This is an optimization exercise on Yosys and OpenROAD, whose aim is small area, a short achievable clock period and few clock cycles per item, not a production implementation.
Function was checked by simulation only, so behaviour that the tests miss may differ from the original.
No activity file was given, so power comes from the tool's default toggle rates.

==> flow/design.v (excerpt) <==
module rts_benes_solver #(
    parameter LOGN = 5,
    parameter N    = 1 << LOGN
) (
    input  wire                         clk,
    input  wire                         rst,
    input  wire                         start,
    input  wire [N-1:0]                 chart_valid,
    input  wire [N*LOGN-1:0]            chart_east,
    output wire                         ready,
    output reg                          done,
    output wire [2*(2*LOGN-1)*(N/2)-1:0] states
);
    localparam STAGES = 9;
    localparam HALF   = 16;
    localparam CELLS  = 144;
    localparam [1:0] P_IDLE = 2'd0, P_FILL = 2'd1, P_WALK = 2'd2;
    reg  [1:0]   phase;
    reg          l4, l3, l2;         
    reg  [1:0]   grp;                
    reg  [159:0] p;                  
    reg  [31:0]  XF;                 
    reg  [31:0]  XB;                 
    reg  [3:0]   flag;               
    reg  [15:0]  asg;                
    reg  [15:0]  cin;                
    reg  [4:0]   eq1, eq2;           
    reg          q1v, q2v;
    reg  [CELLS-1:0] cr;             
    reg  [31:0]  vst;                
    reg  [31:0]  used;               
    assign ready = (phase == P_IDLE);
    function integer rotl5;
        input integer x;
        input integer n;
        begin
            rotl5 = ((x << n) | (x >> (5 - n))) & 31;
  ...
Size in the first run: ~480 flip-flops, roughly 490 I/O pins, ~0.041 sq mm of cells after synthesis.
export LEC_CHECK = 0
export ABC_AREA = 1
export CAP_MARGIN = 40
export CORE_MARGIN = 2
export CORE_UTILIZATION = 32
export PLACE_DENSITY = 0.5
export SETUP_SLACK_MARGIN = 5
export SLEW_MARGIN = 40
create_clock -name core_clock -period 10.0 [get_ports {clk}]
standard.sh (not shown) runs the stock make flow with config.mk's settings and CLKGATE_MAP_FILE= SYNTH_SCRIPT=/design/flow/synth_recipe.tcl, a recipe that flattens the netlist after the stock synthesis.
==> flow/flow/run.sh <==
#!/bin/bash
# Layout flow: the standard flow, unchanged except that the buffer placed
# on every input and output port is the platform's smallest buffer cell
# (sky130_fd_sc_hd__buf_1) instead of the default choice.
# standard.sh logs every ORFS step under orfs/logs; its own output goes to
# standard.log here.
export BUFFER_PORTS_ARGS="-buffer_cell sky130_fd_sc_hd__buf_1"
bash standard.sh > standard.log 2>&1
Testbench counts at the start, summed over its fixed seeds: cycles 8,515, solves 384.
==> next run, changes <==
--- a/flow/design.v
+++ b/flow/design.v
@@ -9,21 +9,21 @@
     input  wire [N*LOGN-1:0]            chart_east,
     output wire                         ready,
     output reg                          done,
     output wire [2*(2*LOGN-1)*(N/2)-1:0] states
 );
     localparam STAGES = 9;
     localparam HALF   = 16;
     localparam CELLS  = 144;
     localparam [1:0] P_IDLE = 2'd0, P_FILL = 2'd1, P_WALK = 2'd2;
     reg  [1:0]   phase;
-    reg          l4, l3, l2;         
+    reg  [1:0]   lvl;                
     reg  [1:0]   grp;                
     reg  [159:0] p;                  
     reg  [31:0]  XF;                 
     reg  [31:0]  XB;                 
     reg  [3:0]   flag;               
     reg  [15:0]  asg;                
     reg  [15:0]  cin;                
     reg  [4:0]   eq1, eq2;           
     reg          q1v, q2v;
     reg  [CELLS-1:0] cr;             
@@ -72,20 +72,22 @@
         integer b;
         begin
             enc32 = 5'd0;
             for (b = 0; b < 32; b = b + 1)
                 if (v[b]) enc32 = enc32 | b[4:0];
         end
     endfunction
     wire idle = (phase == P_IDLE);
     wire fill = (phase == P_FILL);
     wire walk = (phase == P_WALK);
+    wire l4   = (lvl == 2'd0);
+    wire l3   = (lvl == 2'd1);
     wire [1:0]  gsel = idle ? 2'd0 : grp;
     reg  [7:0]  gfree, gd;
     integer wi;
     always @* begin
         gfree = 8'hff;
         for (wi = 0; wi < 32; wi = wi + 1) begin
             gd = 8'd1 << chart_east[5*wi +: 3];
             gd[0] = gd[0] & (chart_valid[wi] | chart_east[5*wi + 3] | chart_east[5*wi + 4]);
             if (chart_east[5*wi + 3 +: 2] == gsel)
                 gfree = gfree & ~gd;
@@ -94,25 +96,26 @@
     reg  [31:0] gnew;
     always @* begin
         case (gsel)
         2'd0:    gnew = {24'd0, gfree};
         2'd1:    gnew = {16'd0, gfree, 8'd0};
         2'd2:    gnew = {8'd0, gfree, 16'd0};
         default: gnew = {gfree, 24'd0};
         endcase
     end
     wire [63:0] wl = low2(XF);
-    wire [63:0] el = low2(XB);
+    wire [31:0] ecand = (idle ? 32'd0 : XB) | ((idle || grp != 2'd0) ? gnew : 32'd0);
+    wire [63:0] el = low2(ecand);
     wire [31:0] W1 = wl[31:0] & {32{q1v & fill}};
     wire [31:0] W2 = wl[63:32] & {32{q2v & fill}};
     wire [31:0] wrem_n = XF & ~W1 & ~W2;
-    wire [31:0] erem_n = (XB & ~el[31:0] & ~el[63:32]) | ((fill && grp != 2'd0) ? gnew : 32'd0);
+    wire [31:0] erem_n = ecand & ~el[31:0] & ~el[63:32];
     function [19:0] rd;
         input [31:0]  v;
         input [159:0] pp;
         input         f4, f3;
         reg [4:0] t [0:31];
         reg [4:0] g2 [0:3];
         reg [4:0] g3a, g3b, g4;
         integer jj, ss;
         begin
             for (jj = 0; jj < 32; jj = jj + 1)
@@ -202,29 +205,29 @@
             P3 = np[5*(24 + s) + 3 +: 2];
             c1 = (P3 == (P2 ^ 2'd2));
             y2 = c1 ? P1 : P3;
             cin1[s]  = c1;
             cout0[s] = P2[0] ? ~y2[1] : ~P2[1];
             cout1[s] = P2[0] ? ~P2[1] : ~y2[1];
             mid0[s]  = P0[0];
             mid1[s]  = P2[0];
         end
     end
-    wire fin = walk && lvdone && l2;
+    wire fin = walk && lvdone && (lvl == 2'd2);
     reg [CELLS-1:0] crset;
     integer r, d, st, ll, sn;
     always @* begin
         crset = {CELLS{1'b0}};
         for (d = 2; d <= 4; d = d + 1) begin
             for (r = 0; r < 16; r = r + 1) begin
                 ll = rotl5(lowline(r, d), 4 - d);
-                if (walk && (d == 4 ? l4 : d == 3 ? l3 : l2)) begin
+                if (walk && lvl == 4 - d) begin
                     crset[(4 - d)*HALF + r] = c[ll];
                     crset[(4 + d)*HALF + r] = so[ll];
                 end
             end
         end
         for (r = 0; r < 16; r = r + 1) begin
             ll = lowline(r, 1);
             sn = ll >> 2;
             if (fin) begin
                 crset[3*HALF + r] = (ll & 1) ? cin1[sn] : 1'b0;
@@ -299,27 +302,22 @@
     always @(posedge clk) begin
         for (w = 0; w < 32; w = w + 1)
             if (idle || lvend || W1[w] || W2[w])
                 p[5*w +: 5] <= pnext[5*w +: 5];
         if ((idle && full) || fillend || lvend) begin
             XF   <= xinit;
             XB   <= {xinit[15:0], 16'd0};
             flag <= 4'h0;
             asg  <= 16'd0;
             cin  <= 16'd0;
-        end else if (idle) begin
-            XF  <= ~chart_valid;
-            XB  <= gnew;
-            q1v <= 1'b0;
-            q2v <= 1'b0;
-        end else if (fill) begin
-            XF  <= wrem_n;
+        end else if (idle || fill) begin
+            XF  <= idle ? ~chart_valid : wrem_n;
             XB  <= erem_n;
             eq1 <= enc32(el[31:0]);
             eq2 <= enc32(el[63:32]);
             q1v <= |el[31:0];
             q2v <= |el[63:32];
         end else begin
             XF   <= xfn;
             XB   <= xbn;
             for (s = 0; s < 4; s = s + 1)
                 flag[s] <= fl[s] & ~cl[s];
@@ -337,30 +335,26 @@
         else if (fill && grp != 2'd0)
             used <= used & ~gnew;
         if (rst) begin
             phase <= P_IDLE;
             done  <= 1'b0;
         end else begin
             done <= fin;
             case (phase)
             P_IDLE: begin
                 grp <= 2'd1;
-                l4 <= 1'b1;
-                l3 <= 1'b0;
-                l2 <= 1'b0;
+                lvl <= 2'd0;
                 if (start) phase <= full ? P_WALK : P_FILL;
             end
             P_FILL: begin
                 if (grp != 2'd0) grp <= grp + 1'b1;
                 if (fillend) phase <= P_WALK;
             end
             P_WALK: if (lvdone) begin
-                l4 <= 1'b0;
-                l3 <= l4;
-                l2 <= l3;
-                if (l2) phase <= P_IDLE;
+                lvl <= lvl + 1'b1;
+                if (lvl == 2'd2) phase <= P_IDLE;
             end
             default: phase <= P_IDLE;
             endcase
         end
     end
 endmodule
Result:
- core utilization increases by 1.9 points
- total power came out higher slightly
- wire length shrinks by a few percent
- die area fell by a few percent
- clock power came out lower by a few percent
- worst hold slack is about the same
- worst setup slack degrades by 0.14 ns
- sequential power drops by a little under a tenth
- fmax drops by a few percent
Testbench counts after the change, summed over its fixed seeds: cycles 8,372, solves 384.

==> afterwards: timing with drivers on the ports <==
The flow's constraints put no driver on any port. The routed layouts listed below were extracted and timed again, unchanged, in two steps.
Step 1 assumes that a clkbuf_16 drives the clock port and a buf_2 every other input.
Step 2, shift: input delay + t, output delay - t, t = (earliest + latest rising clock arrival at the registers) / 2. This alone moves slack from input paths to output paths.
Three values: ideal ports, drivers, drivers and shift; two values: the first two.
| run | shift t [ns] | setup slack, ns | worst setup path at the end | worst data-port slew with drivers (ns) | pins driven straight from the clock port |
|---|---|---|---|---|---|
| the first run | 0.786 | 4.923 / 4.923 / 4.557 | input to register | 0.12 | 1 |
| the second run | 0.752 | 4.788 / 4.836 / 4.085 | input to register | 0.10 | 1 |
After both steps setup and hold are still met in every run listed. The setup slack of the second run, which loses most, moves by +0.048 ns with the drivers and by -0.703 ns with both steps.
